Source: an optimization exercise on an open RTL-to-GDS flow (aim: small area, a short achievable clock period and few clock cycles per item). Production flows keep margins and buffers that such runs may drop.
At most, simulation tests tie the RTL to the original design; equivalence was not proved.

==> inputs of run a <==
==> flow/design.v <==
module jx_brake (
    input  wire        clk,
    input  wire        rst_n,         
    input  wire        show_load,     
    input  wire        start,         
    input  wire [63:0] acc,           
    input  wire        fallback,      
    input  wire        cfg_enable,    
    input  wire [15:0] cfg_release,   
    input  wire [31:0] cfg_budget,    
    input  wire [31:0] cfg_static,    
    input  wire [31:0] cfg_trim,      
    input  wire [5:0]  cfg_e,         
    output wire        ready,
    output reg         done,
    output reg  [16:0] factor,        
    output reg  [16:0] target,        
    output reg  [63:0] pred,          
    output reg  [63:0] acc_used,      
    output reg         evt_engage,
    output reg         evt_released,
    output reg         evt_fallback,
    output reg         evt_black
);
    localparam [16:0] ONE = 17'd65536;
    reg        busy;
    reg        ph_m1, ph_m2, ph_dec, ph_div;
    reg [1:0]  dcnt;
    assign ready = !busy;
    reg [63:0] a_r;         
    reg        fb_r;
    reg        en_r;
    reg [15:0] rel_r;
    reg [31:0] static_r;
    reg [32:0] h_r;         
    reg [31:0] trim_r;
    reg [5:0]  e_r;
    wire        use_prev = fallback && (acc_used > acc);
    localparam integer W  = 96;
    localparam integer NR = 18;
    reg  [W-1:0] cs_s, cs_c;
    wire [63:0] a_in = busy ? a_r : acc;
    wire [15:0] gsl  = !busy ? cfg_trim[15:0] :
                       ph_m2 ? trim_r[31:16] : trim_r[15:0];
    function integer nrows(input integer lvl);
        integer n, i;
        begin
            n = NR;
            for (i = 0; i < lvl; i = i + 1)
                n = (n / 3) * 2 + (n % 3);
            nrows = n;
        end
    endfunction
    localparam integer NL = 6;    
    wire [W*NR-1:0] lv [0:NL];
    genvar gj, gl, gg;
    generate
        for (gj = 0; gj < 16; gj = gj + 1) begin : g_pp
            wire [63:0] pp = a_in & {64{gsl[gj]}};
            assign lv[0][gj*W +: W] = {{(W-80){1'b0}}, pp, 16'd0} << gj;
        end
        assign lv[0][16*W +: W] = ph_m2 ? {16'd0, cs_s[W-1:16]} : {W{1'b0}};
        assign lv[0][17*W +: W] = ph_m2 ? {16'd0, cs_c[W-1:16]} : {W{1'b0}};
        for (gl = 0; gl < NL; gl = gl + 1) begin : g_lvl
            localparam integer N  = nrows(gl);
            localparam integer NG = N / 3;
            localparam integer NN = nrows(gl + 1);
            for (gg = 0; gg < NG; gg = gg + 1) begin : g_csa
                wire [W-1:0] x = lv[gl][(3*gg)*W +: W];
                wire [W-1:0] y = lv[gl][(3*gg+1)*W +: W];
                wire [W-1:0] z = lv[gl][(3*gg+2)*W +: W];
                assign lv[gl+1][(2*gg)*W +: W]   = x ^ y ^ z;
                assign lv[gl+1][(2*gg+1)*W +: W] = {((x & y) | (x & z) | (y & z)), 1'b0};
            end
            for (gg = 3*NG; gg < N; gg = gg + 1) begin : g_pass
                assign lv[gl+1][(gg - NG)*W +: W] = lv[gl][gg*W +: W];
            end
            if (NN < NR) begin : g_pad
                assign lv[gl+1][W*NR-1:W*NN] = {(W*(NR-NN)){1'b0}};
            end
        end
    endgenerate
    wire [W-1:0] t_s = lv[NL][0 +: W];
    wire [W-1:0] t_c = lv[NL][W +: W];
    wire [W-1:0] prod   = t_s + t_c;
    wire [71:0] d_w = cs_s[71:0] >> e_r;
    reg  [71:0] d_r;
    wire [71:0] d_p   = ph_dec ? d_w : d_r;
    wire [72:0] p_sum = {1'b0, d_p} + {41'd0, static_r};
    wire [63:0] p_w   = (p_sum[72:64] != 9'd0) ? 64'hFFFF_FFFF_FFFF_FFFF : p_sum[63:0];
    wire        h_neg  = h_r[32];
    wire        h_le0  = h_neg || (h_r[31:0] == 32'd0);
    wire        d_zero = (d_w == 72'd0);
    wire        d_le_h = !h_neg && (d_w[71:32] == 40'd0) && (d_w[31:0] <= h_r[31:0]);
    wire        nobrake = !en_r || d_zero || d_le_h;
    wire        black   = !nobrake && h_le0;
    wire        divide  = !nobrake && !h_le0;
    wire [17:0] rise  = {1'b0, factor} + {2'b00, rel_r};
    wire [16:0] lim   = (rise > {1'b0, ONE}) ? ONE : rise[16:0];
    wire [47:0] dv_w  = (d_w[71:48] != 24'd0) ? {48{1'b1}} : d_w[47:0];
    wire [47:0] dv    = (d_r[71:48] != 24'd0) ? {48{1'b1}} : d_r[47:0];
    reg  [49:0] dv3;
    reg  [47:0] rem;
    reg  [15:0] quo;
    reg         q_gt;           
    reg         q_lt;           
    function [49:0] r4step(input [47:0] r, input [47:0] d1, input [49:0] d3);
        reg [49:0] y;
        reg [50:0] t1, t2, t3;
        begin
            y  = {r, 2'b00};
            t1 = {1'b0, y} - {3'b000, d1};
            t2 = {1'b0, y} - {2'b00, d1, 1'b0};
            t3 = {1'b0, y} - {1'b0, d3};
            if (!t3[50])      r4step = {2'd3, t3[47:0]};
            else if (!t2[50]) r4step = {2'd2, t2[47:0]};
            else if (!t1[50]) r4step = {2'd1, t1[47:0]};
            else              r4step = {2'd0, y[47:0]};
        end
    endfunction
    wire [49:0] st1 = r4step(rem, dv, dv3);
    wire [1:0]  qd1 = st1[49:48];
    wire [49:0] st2 = r4step(st1[47:0], dv, dv3);
    wire [1:0]  qd2 = st2[49:48];
    wire [3:0]  ln  = (dcnt == 2'd3) ? lim[15:12] :
                      (dcnt == 2'd2) ? lim[11:8]  :
                      (dcnt == 2'd1) ? lim[7:4]   : lim[3:0];
    wire        gt1 = q_gt || (!q_lt && (qd1 > ln[3:2]));
    wire        lt1 = q_lt || (!q_gt && (qd1 < ln[3:2]));
    wire        gt2 = gt1 || (!lt1 && (qd2 > ln[1:0]));
    wire        lt2 = lt1 || (!gt1 && (qd2 < ln[1:0]));
    wire [15:0] q_fin = {quo[11:0], qd1, qd2};
    always @(posedge clk) begin
        cs_s <= ph_m2 ? {24'd0, prod[W-1:24]} : t_s;
        cs_c <= t_c;
        if (!rst_n || show_load) begin
            busy         <= 1'b0;
            ph_m1        <= 1'b0;
            ph_m2        <= 1'b0;
            ph_dec       <= 1'b0;
            ph_div       <= 1'b0;
            done         <= 1'b0;
            factor       <= ONE;
            target       <= ONE;
            pred         <= 64'd0;
            acc_used     <= 64'd0;
            evt_engage   <= 1'b0;
            evt_released <= 1'b0;
            evt_fallback <= 1'b0;
            evt_black    <= 1'b0;
        end else begin
            done   <= 1'b0;
            ph_m1  <= 1'b0;
            ph_m2  <= ph_m1;
            ph_dec <= ph_m2;
            if (!busy && start) begin
                a_r      <= use_prev ? acc_used : acc;
                fb_r     <= fallback;
                en_r     <= cfg_enable;
                rel_r    <= cfg_release;
                static_r <= cfg_static;
                h_r      <= {1'b0, cfg_budget} - {1'b0, cfg_static};
                trim_r   <= cfg_trim;
                e_r      <= cfg_e;
                busy     <= 1'b1;
                ph_m1    <= use_prev;
                ph_m2    <= !use_prev;
            end
            if (ph_dec) begin
                d_r  <= d_w;
                dv3  <= {2'b00, dv_w} + {1'b0, dv_w, 1'b0};
                rem  <= {16'd0, h_r[31:0]};
                q_gt <= 1'b0;
                q_lt <= lim[16];
                dcnt <= 2'd3;
                if (divide) begin
                    ph_div <= 1'b1;
                end else begin
                    factor       <= black ? 17'd0 : lim;
                    target       <= black ? 17'd0 : ONE;
                    pred         <= p_w;
                    acc_used     <= a_r;
                    evt_engage   <= (black || lim != ONE) && (factor == ONE);
                    evt_released <= !black && (lim == ONE) && (factor != ONE);
                    evt_fallback <= fb_r;
                    evt_black    <= black;
                    done         <= 1'b1;
                    busy         <= 1'b0;
                end
            end
            if (ph_div) begin
                rem  <= st2[47:0];
                quo  <= q_fin;
                q_gt <= gt2;
                q_lt <= lt2;
                dcnt <= dcnt - 2'd1;
                if (dcnt == 2'd0) begin
                    factor       <= gt2 ? lim : {1'b0, q_fin};
                    target       <= {1'b0, q_fin};
                    pred         <= p_w;
                    acc_used     <= a_r;
                    evt_engage   <= (factor == ONE);
                    evt_released <= 1'b0;
                    evt_fallback <= fb_r;
                    evt_black    <= 1'b0;
                    done         <= 1'b1;
                    busy         <= 1'b0;
                    ph_div       <= 1'b0;
                end
            end
        end
    end
endmodule
==> flow/run.sh <==
#!/bin/bash
# synth_recipe.tcl (not shown) runs the flow's synth.tcl, then flattens the netlist and writes it again
# the make line also repeats each setting of config.mk as NAME=value (left out here)
make -C /OpenROAD-flow-scripts/flow DESIGN_CONFIG=/design/flow/config.mk WORK_HOME=/design/flow/orfs CLKGATE_MAP_FILE= SYNTH_SCRIPT=/design/flow/synth_recipe.tcl finish
==> flow/config.mk <==
export PLATFORM = sky130hd
export DESIGN_NAME = jx_brake
export DESIGN_NICKNAME = jx_brake
export VERILOG_FILES = /design/flow/design.v
export SDC_FILE = /design/flow/constraint.sdc
export NUM_CORES = 4
export LEC_CHECK = 0
export CAP_MARGIN = 20
export CORE_MARGIN = 2
export CORE_UTILIZATION = 40
export PLACE_DENSITY = 0.6
export SETUP_SLACK_MARGIN = 5
export SLEW_MARGIN = 20
export TNS_END_PERCENT = 100
==> flow/constraint.sdc <==
create_clock -name core_clock -period 15.0 [get_ports {clk}]
set_input_delay 3.0000 -clock core_clock [delete_from_list [all_inputs] [get_ports {clk}]]
set_output_delay 3.0000 -clock core_clock [all_outputs]
set_load 0.01 [all_outputs]
==> inputs of run b, as changes to run a <==
==> flow/design.v, changed modules only <==
module jx_brake (
    input  wire        clk,
    input  wire        rst_n,         
    input  wire        show_load,     
    input  wire        start,         
    input  wire [63:0] acc,           
    input  wire        fallback,      
    input  wire        cfg_enable,    
    input  wire [15:0] cfg_release,   
    input  wire [31:0] cfg_budget,    
    input  wire [31:0] cfg_static,    
    input  wire [31:0] cfg_trim,      
    input  wire [5:0]  cfg_e,         
    output wire        ready,
    output reg         done,
    output reg  [16:0] factor,        
    output reg  [16:0] target,        
    output reg  [63:0] pred,          
    output reg  [63:0] acc_used,      
    output reg         evt_engage,
    output reg         evt_released,
    output reg         evt_fallback,
    output reg         evt_black
);
    localparam [16:0] ONE = 17'd65536;
    reg        busy;
    reg        ph_m1, ph_m2, ph_sh, ph_dec, ph_div;
    reg [2:0]  dcnt;
    assign ready = !busy;
    reg [63:0] acc_r;
    reg        fb_r;
    reg        en_r;
    reg [15:0] rel_r;
    reg [31:0] static_r;
    reg [32:0] h_r;         
    reg [31:0] trim_r;
    reg [5:0]  e_r;
    wire [63:0] a_sel = (fb_r && acc_used > acc_r) ? acc_used : acc_r;
    localparam integer W  = 96;
    localparam integer NR = 18;
    reg  [W-1:0] cs_s, cs_c;
    wire [15:0] gsl = ph_m2 ? trim_r[31:16] : trim_r[15:0];
    function integer nrows(input integer lvl);
        integer n, i;
        begin
            n = NR;
            for (i = 0; i < lvl; i = i + 1)
                n = (n / 3) * 2 + (n % 3);
            nrows = n;
        end
    endfunction
    localparam integer NL = 6;    
    wire [W*NR-1:0] lv [0:NL];
    genvar gj, gl, gg;
    generate
        for (gj = 0; gj < 16; gj = gj + 1) begin : g_pp
            wire [63:0] pp = a_sel & {64{gsl[gj]}};
            assign lv[0][gj*W +: W] = {{(W-80){1'b0}}, pp, 16'd0} << gj;
        end
        assign lv[0][16*W +: W] = ph_m2 ? {16'd0, cs_s[W-1:16]} : {W{1'b0}};
        assign lv[0][17*W +: W] = ph_m2 ? {16'd0, cs_c[W-1:16]} : {W{1'b0}};
        for (gl = 0; gl < NL; gl = gl + 1) begin : g_lvl
            localparam integer N  = nrows(gl);
            localparam integer NG = N / 3;
            localparam integer NN = nrows(gl + 1);
            for (gg = 0; gg < NG; gg = gg + 1) begin : g_csa
                wire [W-1:0] x = lv[gl][(3*gg)*W +: W];
                wire [W-1:0] y = lv[gl][(3*gg+1)*W +: W];
                wire [W-1:0] z = lv[gl][(3*gg+2)*W +: W];
                assign lv[gl+1][(2*gg)*W +: W]   = x ^ y ^ z;
                assign lv[gl+1][(2*gg+1)*W +: W] = {((x & y) | (x & z) | (y & z)), 1'b0};
            end
            for (gg = 3*NG; gg < N; gg = gg + 1) begin : g_pass
                assign lv[gl+1][(gg - NG)*W +: W] = lv[gl][gg*W +: W];
            end
            if (NN < NR) begin : g_pad
                assign lv[gl+1][W*NR-1:W*NN] = {(W*(NR-NN)){1'b0}};
            end
        end
    endgenerate
    wire [W-1:0] t_s = lv[NL][0 +: W];
    wire [W-1:0] t_c = lv[NL][W +: W];
    wire [W-1:0] prod   = cs_s + cs_c;
    wire [71:0]  prod_h = prod[W-1:24];
    wire [71:0]  d_w    = prod_h >> e_r;
    reg  [71:0]  d_r;
    wire [72:0] p_sum = {1'b0, d_r} + {41'd0, static_r};
    wire [63:0] p_w   = (p_sum[72:64] != 9'd0) ? 64'hFFFF_FFFF_FFFF_FFFF : p_sum[63:0];
    wire        h_neg  = h_r[32];
    wire        h_le0  = h_neg || (h_r[31:0] == 32'd0);
    wire        d_zero = (d_r == 72'd0);
    wire        d_le_h = !h_neg && (d_r[71:32] == 40'd0) && (d_r[31:0] <= h_r[31:0]);
    wire        nobrake = !en_r || d_zero || d_le_h;
    wire        black   = !nobrake && h_le0;
    wire        divide  = !nobrake && !h_le0;
    wire [17:0] rise  = {1'b0, factor} + {2'b00, rel_r};
    wire [16:0] lim   = (rise > {1'b0, ONE}) ? ONE : rise[16:0];
    wire [47:0] dv = (d_r[71:48] != 24'd0) ? {48{1'b1}} : d_r[47:0];
    reg  [47:0] rem;
    reg  [15:0] quo;
    reg         q_gt;           
    reg         q_lt;           
    wire [47:0] r0 = ph_dec ? {16'd0, h_r[31:0]} : rem;
    wire [48:0] s1 = {r0, 1'b0};
    wire [49:0] t1 = {1'b0, s1} - {2'b00, dv};
    wire        b1 = !t1[49];
    wire [47:0] r1 = b1 ? t1[47:0] : s1[47:0];
    wire [48:0] s2 = {r1, 1'b0};
    wire [49:0] t2 = {1'b0, s2} - {2'b00, dv};
    wire        b2 = !t2[49];
    wire [47:0] r2 = b2 ? t2[47:0] : s2[47:0];
    wire [3:0]  qpos = ph_dec ? 4'd15 : {dcnt, 1'b0} - 4'd1;
    wire        l1   = lim[qpos];
    wire        l2   = lim[qpos - 4'd1];
    wire        gt0  = ph_dec ? 1'b0 : q_gt;
    wire        lt0  = ph_dec ? lim[16] : q_lt;
    wire        gt1  = gt0 || (!lt0 && b1 && !l1);
    wire        lt1  = lt0 || (!gt0 && !b1 && l1);
    wire        gt2  = gt1 || (!lt1 && b2 && !l2);
    wire        lt2  = lt1 || (!gt1 && !b2 && l2);
    wire [15:0] q_fin = {quo[13:0], b1, b2};
    always @(posedge clk) begin
        cs_s <= t_s;
        cs_c <= t_c;
        if (!rst_n || show_load) begin
            busy         <= 1'b0;
            ph_m1        <= 1'b0;
            ph_m2        <= 1'b0;
            ph_sh        <= 1'b0;
            ph_dec       <= 1'b0;
            ph_div       <= 1'b0;
            done         <= 1'b0;
            factor       <= ONE;
            target       <= ONE;
            pred         <= 64'd0;
            acc_used     <= 64'd0;
            evt_engage   <= 1'b0;
            evt_released <= 1'b0;
            evt_fallback <= 1'b0;
            evt_black    <= 1'b0;
        end else begin
            done   <= 1'b0;
            ph_m1  <= 1'b0;
            ph_m2  <= ph_m1;
            ph_sh  <= ph_m2;
            ph_dec <= ph_sh;
            if (!busy && start) begin
                acc_r    <= acc;
                fb_r     <= fallback;
                en_r     <= cfg_enable;
                rel_r    <= cfg_release;
                static_r <= cfg_static;
                h_r      <= {1'b0, cfg_budget} - {1'b0, cfg_static};
                trim_r   <= cfg_trim;
                e_r      <= cfg_e;
                busy     <= 1'b1;
                ph_m1    <= 1'b1;
            end
            if (ph_sh)
                d_r <= d_w;
            if (ph_dec || ph_div) begin
                rem  <= r2;
                quo  <= q_fin;
                q_gt <= gt2;
                q_lt <= lt2;
            end
            if (ph_dec) begin
                if (divide) begin
                    ph_div <= 1'b1;
                    dcnt   <= 3'd7;
                end else begin
                    factor       <= black ? 17'd0 : lim;
                    target       <= black ? 17'd0 : ONE;
                    pred         <= p_w;
                    acc_used     <= a_sel;
                    evt_engage   <= (black || lim != ONE) && (factor == ONE);
                    evt_released <= !black && (lim == ONE) && (factor != ONE);
                    evt_fallback <= fb_r;
                    evt_black    <= black;
                    done         <= 1'b1;
                    busy         <= 1'b0;
                end
            end
            if (ph_div) begin
                dcnt <= dcnt - 3'd1;
                if (dcnt == 3'd1) begin
                    factor       <= gt2 ? lim : {1'b0, q_fin};
                    target       <= {1'b0, q_fin};
                    pred         <= p_w;
                    acc_used     <= a_sel;
                    evt_engage   <= (factor == ONE);
                    evt_released <= 1'b0;
                    evt_fallback <= fb_r;
                    evt_black    <= 1'b0;
                    done         <= 1'b1;
                    busy         <= 1'b0;
                    ph_div       <= 1'b0;
                end
            end
        end
    end
endmodule
- ABC_CLOCK_PERIOD_IN_PS: default -> 4000
- SETUP_SLACK_MARGIN: 5 -> default
- TNS_END_PERCENT: 100 -> default
==> out/qor.tcl <==
set qor(status) {timing/DRC/antenna clean}
set qor(largest_reg_flops) 96
set qor(endpoint_of_the_worst_hold_path) {evt_fallback}
set qor(fin_nets) 13063
set qor(comb_cell_power_uw) 24300
set qor(place_congestion) 0.9959
set qor(post-dp-hpwl_um) 292100
set qor(layout.clock.cell_area_share) 0.02988
set qor(nClkBuffers) 123
set qor(muxShareOfSynthArea) 0.03738
The numbers above come from run a.

==> out/qor.tcl <==
set qor(status) {timing/DRC/antenna clean}
set qor(nClkBuffers) 110
set qor(place_congestion) 0.9613
set qor(endpoint_of_the_worst_hold_path) {busy}
set qor(layout.clock.cell_area_share) 0.03724
set qor(muxShareOfSynthArea) 0.05040
set qor(fin_nets) 10095
The numbers above come from run b.

Testbench counts of run a, summed over its fixed seeds: cycles 15,498, frames 3,200.
Only the layout flow was run in run b; the RTL was not checked for function there.

[what the ideal ports hide]
No port has a modelled driver above. Below, the same layouts with a new extraction and two added sets of constraints.
Step 1 sets driving cells, clkbuf_16 on the clock port and buf_2 on the other inputs (assumed; they add their load-dependent delay and slew).
Step 2 times the ports against the registers' clock, not the clock port: input delays grow and output delays shrink by t, the midpoint of the rising clock arrivals with the driver on.
Three values: ideal, step 1, step 2; two values: the first two.
| run | t, ns | setup WS [ns] | hold slack, ns | worst setup path after step 2 | worst slew at a driven data input, ns |
|---|---|---|---|---|---|
| run a | 0.873 | 4.973 / 4.979 / 4.107 | 0.464 / 0.464 / 0.464 | input to register | 0.17 |
| run b | 0.822 | 4.649 / 4.649 / 4.649 | 0.456 / 0.456 / 0.456 | register to register | 0.09 |
After both steps every run listed still meets setup and hold. The setup slack of run a, which loses most, moves by +0.006 ns with the drivers and by -0.866 ns with both steps.
